This design comes from an exercise in tuning for small area and a short achievable clock period on the open sky130 flow, not from production work. RTL that was checked went through simulation tests only; none was proved equivalent to the original.

==> flow/design.v (excerpt) <==
module dected_codec (
    input  wire        clk,
    input  wire        rst_n,
    input  wire        enc_valid,
    input  wire [63:0] enc_data,
    output wire        enc_out_valid,
    output wire [63:0] enc_out_data,
    output wire [14:0] enc_out_check,
    input  wire        dec_valid,
    input  wire [63:0] dec_data,
    input  wire [14:0] dec_check,
    output wire        dec_out_valid,
    output wire [63:0] dec_out_data,
    output wire [14:0] dec_out_check,
    output wire [1:0]  dec_out_corr,
    output wire        dec_out_ue
);
    wire [63:0] e0_d = enc_data;  wire e0_v = enc_valid;
    wire [63:0] e0q_d = e0_d;  wire e0q_v = e0_v;
    wire [14:0] e1_c;
    dected_enc u_enc (.data(e0q_d), .check(e1_c));
    reg  [63:0] e1q_d;  reg [14:0] e1q_c;  reg e1q_v;
    always @(posedge clk) begin
        e1q_d <= e0q_d;
        e1q_c <= e1_c;
        if (!rst_n) e1q_v <= 1'b0; else e1q_v <= e0q_v;
    end
    assign enc_out_valid = e1q_v;
    assign enc_out_data  = e1q_d;
    assign enc_out_check = e1q_c;
    wire [78:0] b0_r = {dec_check[14], dec_data, dec_check[13:0]};   
    wire b0_v = dec_valid;
    wire [78:0] b0q_r = b0_r;
    wire b0q_v = b0_v;
    wire [6:0] b1_s1;
    reg  [6:0] b1q_s1;
    wire [6:0] b1_s3;
    reg  [6:0] b1q_s3;
    wire b1_prem;
    reg  b1q_prem;
    wire [78:0] b1_r = b0q_r;  wire b1_v = b0q_v;
    wire [14:0] b1_syn;
  ...
Size: about 1800 cells after synthesis, ~310 I/O pins, roughly 18000 µm² of cells after synthesis.
Settings: LEC_CHECK=0, CAP_MARGIN=20, CORE_MARGIN=2, CORE_UTILIZATION=50, CTS_CLUSTER_DIAMETER=60, CTS_CLUSTER_SIZE=16, PLACE_DENSITY=0.65, SLEW_MARGIN=20, TNS_END_PERCENT=0, BUFFER_PORTS_ARGS=-buffer_cell sky130_fd_sc_hd__buf_1, SETUP_SLACK_MARGIN=9.5, CTS_BUF_LIST=sky130_fd_sc_hd__clkbuf_8 sky130_fd_sc_hd__clkbuf_16; clock period 13.5 ns.
standard.sh (not shown) runs the stock make flow with config.mk's settings and CLKGATE_MAP_FILE= SYNTH_SCRIPT=/design/flow/synth_recipe.tcl, a recipe that flattens the netlist after the stock synthesis.
==> flow/flow/run.sh <==
#!/bin/bash
# Own flow: the standard layout (standard.sh, unchanged synthesis) with
# extra ORFS settings: small port buffers, timing repair aimed below the
# clock period, and smaller clock buffers.  The ORFS tools log to
# orfs/logs/ and standard.log; this script's own output goes to run.log.
set -e
exec > >(tee run.log) 2>&1
cat >> "$FLOW_CONFIG" <<EOC
export BUFFER_PORTS_ARGS = -buffer_cell sky130_fd_sc_hd__buf_1
export SETUP_SLACK_MARGIN = 9.5
export CTS_BUF_LIST = sky130_fd_sc_hd__clkbuf_8 sky130_fd_sc_hd__clkbuf_16
EOC
bash standard.sh > standard.log 2>&1
Edit:
--- a/flow/design.v
+++ b/flow/design.v
@@ -695,69 +695,67 @@
     wire [6:0] b2q_s3 = b2_s3;
     wire b2_prem;
     wire b2q_prem = b2_prem;
     wire [6:0] b2_iv;
     wire [6:0] b2q_iv = b2_iv;
     wire [78:0] b2_r = b1q_r;  wire b2_v = b1q_v;
     assign b2_s1 = b1q_s1; assign b2_s3 = b1q_s3; assign b2_prem = b1q_prem;
     gf128_inv3 u_inv3 (.a(b1q_s1), .y(b2_iv));
     wire [78:0] b2q_r = b2_r;
     wire b2q_v = b2_v;
     wire [6:0] b3_s1;
     reg  [6:0] b3q_s1;
-    wire [6:0] b3_x1;
-    reg  [6:0] b3q_x1;
+    wire [6:0] b3_y;
+    reg  [6:0] b3q_y;
     wire b3_par;
     reg  b3q_par;
     wire b3_tr;
     reg  b3q_tr;
     wire b3_s3z;
     reg  b3q_s3z;
     wire [78:0] b3_r = b2q_r;  wire b3_v = b2q_v;
     assign b3_s1 = b2q_s1;
     assign b3_par = b2q_prem ^ b2q_s1[0] ^ b2q_s1[2] ^ b2q_s1[5] ^ b2q_s3[1] ^ b2q_s3[3];    
     assign b3_s3z = (b2q_s3 == 7'd0);
-    wire [6:0] y;
-    dected_quad2 u_quad (.s3(b2q_s3), .z(b2q_iv), .y(y), .tr(b3_tr));
-    gf128_mul u_x1 (.a(b2q_s1), .b(y), .p(b3_x1));
+    dected_quad2 u_quad (.s3(b2q_s3), .z(b2q_iv), .y(b3_y), .tr(b3_tr));
     reg [78:0] b3q_r;
     reg b3q_v;
     always @(posedge clk) begin
         b3q_s1 <= b3_s1;
-        b3q_x1 <= b3_x1;
+        b3q_y <= b3_y;
         b3q_par <= b3_par;
         b3q_tr <= b3_tr;
         b3q_s3z <= b3_s3z;
         b3q_r <= b3_r;
         if (!rst_n) b3q_v <= 1'b0; else b3q_v <= b3_v;
     end
     wire [6:0] b4_x1;
     wire [6:0] b4q_x1 = b4_x1;
     wire [6:0] b4_x2;
     wire [6:0] b4q_x2 = b4_x2;
     wire b4_par;
     wire b4q_par = b4_par;
     wire b4_tz;
     wire b4q_tz = b4_tz;
     wire b4_tr;
     wire b4q_tr = b4_tr;
     wire b4_s1z;
     wire b4q_s1z = b4_s1z;
     wire b4_s3z;
     wire b4q_s3z = b4_s3z;
     wire [78:0] b4_r = b3q_r;  wire b4_v = b3q_v;
-    assign b4_x1 = b3q_x1;
-    assign b4_x2 = b3q_x1 ^ b3q_s1;
+    gf128_mul u_x1 (.a(b3q_s1), .b(b3q_y), .p(b4_x1));
+    assign b4_x2 = b4_x1 ^ b3q_s1;
     assign b4_s1z = (b3q_s1 == 7'd0);
-    assign b4_tz = (b3q_x1 == 7'd0) && !b3q_tr;    
+    assign b4_tz = (b3q_y == 7'd0) && !b3q_tr;    
     assign b4_par = b3q_par; assign b4_tr = b3q_tr; assign b4_s3z = b3q_s3z;
     wire [78:0] b4q_r = b4_r;
     wire b4q_v = b4_v;
     wire [7:0] b5_pa1;
     wire [7:0] b5q_pa1 = b5_pa1;
     wire [15:0] b5_pb1;
     wire [15:0] b5q_pb1 = b5_pb1;
     wire [7:0] b5_pa2;
     wire [7:0] b5q_pa2 = b5_pa2;
     wire [15:0] b5_pb2;
     wire [15:0] b5q_pb2 = b5_pb2;
     wire [1:0] b5_corr;
Worst setup slack gains 77 ps.
Final area rises by 4.4%.
Sequential share of layout area goes down by 1.4 points.
Clock skew grows by 9.6 ps.
Hold slack stays flat.
Die area is higher by 0.62%.
The RTL of the second run of this note was laid out without a check of its function.


Setup of raven:
Another version of the RTL of dected_codec (not shown whole).
For scale: about 360 flip-flops, roughly 310 I/O pins, about 17000 sq um of cells after synthesis.
Settings: LEC_CHECK=0, ABC_AREA=1, CAP_MARGIN=20, CORE_MARGIN=2, CORE_UTILIZATION=50, CTS_CLUSTER_DIAMETER=60, CTS_CLUSTER_SIZE=16, PLACE_DENSITY=0.65, SLEW_MARGIN=20, TNS_END_PERCENT=0, BUFFER_PORTS_ARGS=-buffer_cell sky130_fd_sc_hd__buf_1, SETUP_SLACK_MARGIN=9.7, CTS_BUF_LIST=sky130_fd_sc_hd__clkbuf_8; clock period 13.5 ns.
==> flow/flow/run.sh <==
#!/bin/bash
# Own flow: the standard layout (standard.sh, unchanged synthesis) with
# extra ORFS settings: small port buffers, timing repair aimed below the
# clock period, and smaller clock buffers.  The ORFS tools log to
# orfs/logs/ and standard.log; this script's own output goes to run.log.
set -e
exec > >(tee run.log) 2>&1
cat >> "$FLOW_CONFIG" <<EOC
export BUFFER_PORTS_ARGS = -buffer_cell sky130_fd_sc_hd__buf_1
export SETUP_SLACK_MARGIN = 9.7
export CTS_BUF_LIST = sky130_fd_sc_hd__clkbuf_8
EOC
bash standard.sh > standard.log 2>&1
raven completed; timing, DRC and antenna clean
Setup changes, raven to harbor
diff --git a/flow/design.v b/flow/design.v
--- a/flow/design.v
+++ b/flow/design.v
@@ -1306,18 +1306,17 @@
     reg  b3q_tr;
     wire b3_s3z;
     reg  b3q_s3z;
     wire [78:0] b3_r = b2q_r;  wire b3_v = b2q_v;
     assign b3_s1 = b2q_s1;
     assign b3_par = b2q_prem ^ b2q_s1[0] ^ b2q_s1[2] ^ b2q_s1[5] ^ b2q_s3[1] ^ b2q_s3[3];    
     assign b3_s3z = (b2q_s3 == 7'd0);
     wire [6:0] y;
-    wire tz_unused;
-    dected_quad u_quad (.s3(b2q_s3), .inv3(b2q_iv), .y(y), .tz(tz_unused), .tr(b3_tr));
+    dected_quad2 u_quad (.s3(b2q_s3), .z(b2q_iv), .y(y), .tr(b3_tr));
     gf128_mul u_x1 (.a(b2q_s1), .b(y), .p(b3_x1));
     reg [78:0] b3q_r;
     reg b3q_v;
     always @(posedge clk) begin
         b3q_s1 <= b3_s1;
         b3q_x1 <= b3_x1;
         b3q_par <= b3_par;
         b3q_tr <= b3_tr;
[summary]
harbor went all the way through synthesis, placement and routing and the layout is clean on timing, DRC and antenna.
More vias were needed by harbor than by raven.
Compared with raven, in harbor detailed-routed wire length on met3 higher, sequential cell count roughly the same, maximum number of pins on one net before global-route repair higher, fmax higher, area after synthesis higher.
Between harbor and raven, delay contributed by the slowest stage of the critical path is higher for raven, harbor comes in under that.
Function not checked in raven: the RTL went through the layout flow alone.

re-timing with driven ports:
In the flow no input, the clock included, has a driving cell. The finished layouts below were timed again as built, in two steps. Step 1: set_driving_cell puts a clkbuf_16 on clk and a buf_2 on each other input, an assumption about the parent block. Step 2 times the ports against the registers' clock, not the clock port: input delays grow and output delays shrink by t, the midpoint of the rising clock arrivals with the driver on. Three values: ideal, step 1, step 2; two values: the first two.
run | t, ns | slack for setup (ns) | slew at the worst register clock pin (ns)
the first run of note 1 | 0.629 | 9.355 / 9.371 / 8.742 | 0.07 / 0.07
the second run of note 1 | 0.641 | 9.431 / 9.459 / 8.818 | 0.07 / 0.07
raven | 0.668 | 9.538 / 9.530 / 8.862 | 0.10 / 0.10
harbor | 0.671 | 9.570 / 9.539 / 8.918 | 0.11 / 0.11
After both steps setup and hold are still met in every run listed. The setup slack of raven, which loses most, moves by -0.008 ns with the drivers and by -0.676 ns with both steps.
